Background: an optimization exercise with open tools, aiming at small area, a short achievable clock period and few clock cycles. Do not read the settings as production practice.
The RTL was checked by simulation tests, not by an equivalence proof against the original design.

the reference run:
## click_seq
module click_seq (
    input             clk,
    input             rst,
    input             start,
    input      [9:0]  start_entry,
    input             start_react,
    input      [15:0] start_src,
    input      [2:0]  start_sev,
    input             stop,
    input             retire,
    input      [24:0] step_limit,
    output            imem_en,
    output     [9:0]  imem_addr,
    input      [38:0] imem_rdata,
    output            imem_we,
    output     [38:0] imem_wdata,
    output            obj_req,
    output     [2:0]  obj_op,
    output     [27:0] obj_addr,
    output            obj_hi,
    output     [63:0] obj_wdata,
    input             obj_ack,
    input      [7:0]  obj_status,
    input      [31:0] obj_rdata,
    output            tx_abort,
    input      [31:0] ft_now,
    input      [23:0] evt_set,
    input      [23:0] evt_clr,
    output     [23:0] evt,
    output     [2:0]  state,
    output     [9:0]  pc,
    output     [2:0]  flags,
    output     [3:0]  depth,
    output     [7:0]  fault,
    output     [7:0]  last_status,
    output            fault_raise,
    input      [2:0]  dbg_sel,
    output     [31:0] dbg_rdata
);
    localparam [2:0] SQ_STOPPED = 3'd0, SQ_RUNNING = 3'd1, SQ_WAITING = 3'd2,
                     SQ_FAULTED = 3'd3, SQ_RETIRED = 3'd4;
    localparam [2:0] S_STOP = 3'd0, S_FAULT = 3'd1, S_RETIRED = 3'd2,
  ...
Size: roughly 3800 cells after synthesis, about 470 I/O pins, about 0.037 mm² of cells after synthesis.
export LEC_CHECK = 0
export CAP_MARGIN = 0
export CORE_MARGIN = 2
export CORE_UTILIZATION = 55
export CTS_BUF_LIST = sky130_fd_sc_hd__clkbuf_8
export SETUP_SLACK_MARGIN = 5
export SLEW_MARGIN = 0
create_clock -name core_clock -period 12.0 [get_ports {clk}]
standard.sh (not shown) runs the stock make flow with config.mk's settings and CLKGATE_MAP_FILE= SYNTH_SCRIPT=/design/flow/synth_recipe.tcl, a recipe that flattens the netlist after the stock synthesis.
==> flow/flow/run.sh <==
#!/bin/bash
# The standard layout (the standard.sh), with the port buffers that
# global placement inserts made from the smallest buffer cell instead of
# the delay buffer buffer_ports picks by itself. Every input and output
# port still gets its own buffer. The flow's full output goes to
# standard_flow.log; ORFS keeps each step's log under orfs/logs/.
set -euo pipefail
export BUFFER_PORTS_ARGS="-buffer_cell sky130_fd_sc_hd__buf_1"
bash standard.sh finish > standard_flow.log 2>&1
The reference run reached the end of the flow, and the finished layout is clean on the timing, design-rule and antenna checks.
Testbench counts of the reference run, summed over its fixed seeds: cycles 139,756.
Inputs modified between the reference run and the trial run:
# the reference run
export LEC_CHECK = 0
export CAP_MARGIN = 0
export CORE_MARGIN = 2
export CORE_UTILIZATION = 55
export CTS_BUF_LIST = sky130_fd_sc_hd__clkbuf_8
export SETUP_SLACK_MARGIN = 5
export SLEW_MARGIN = 0
create_clock -name core_clock -period 12.0 [get_ports {clk}]
# the trial run
export LEC_CHECK = 0
export CAP_MARGIN = 20
export CORE_MARGIN = 2
export CORE_UTILIZATION = 55
export CTS_BUF_LIST = sky130_fd_sc_hd__clkbuf_8
export SETUP_SLACK_MARGIN = 5
export SLEW_MARGIN = 20
create_clock -name core_clock -period 12.0 [get_ports {clk}]
==> flow/flow/run.sh <==
#!/bin/bash
# The standard layout (the standard.sh) with two changes to how it is
# made:
# - the port buffers that global placement inserts use the smallest
#   buffer cell instead of the delay buffer buffer_ports picks by itself
#   (every input and output port still gets its own buffer);
# - timing repair aims for 6 ns of setup margin, fixing the worst path
#   only (TNS_END_PERCENT 0), so it keeps shortening the critical path
#   without upsizing every path below the margin.
# The flow's full output goes to standard_flow.log; ORFS keeps each
# step's log under orfs/logs/.
set -euo pipefail
export BUFFER_PORTS_ARGS="-buffer_cell sky130_fd_sc_hd__buf_1"
bash standard.sh SETUP_SLACK_MARGIN=6 TNS_END_PERCENT=0 finish > standard_flow.log 2>&1
- Compared with the reference run, the trial run instantiates a larger number of cells.
- Of the reference run and the trial run, the trial run shows the higher wire length, with the reference run below it.
- Against the reference run, the trial run comes in 4.1% higher on net switching component of the power.
- Going from the reference run to the trial run, the clock insertion delay at the later pin of the skew report was found to have gone down by 20 ps.

-- port drivers added, routing unchanged --
How much do the figures lean on ideal ports? The routed layouts below were timed once more, with nothing changed but the port constraints.
Step 1 assumes that a clkbuf_16 drives the clock port and a buf_2 every other input.
Step 2, shift: input delay + t, output delay - t, t = (earliest + latest rising clock arrival at the registers) / 2. This alone moves slack from input paths to output paths.
Slacks: ideal ports / drivers / drivers and shift; pairs: ideal ports / drivers.
| run | t (ns) | setup slack, ns | worst hold slack (ns) | clock arrival spread, ns | worst slew at a driven data input, ns |
|---|---|---|---|---|---|
| the reference run | 0.789 | 4.900 / 4.794 / 4.166 | 0.497 / 0.497 / 0.497 | 0.045 / 0.044 | 0.20 |
| the trial run | 0.774 | 5.000 / 4.960 / 4.222 | 0.515 / 0.515 / 0.515 | 0.060 / 0.060 | 0.09 |
After both steps every run listed still meets setup and hold. The setup slack of the trial run, which loses most, moves by -0.040 ns with the drivers and by -0.778 ns with both steps.
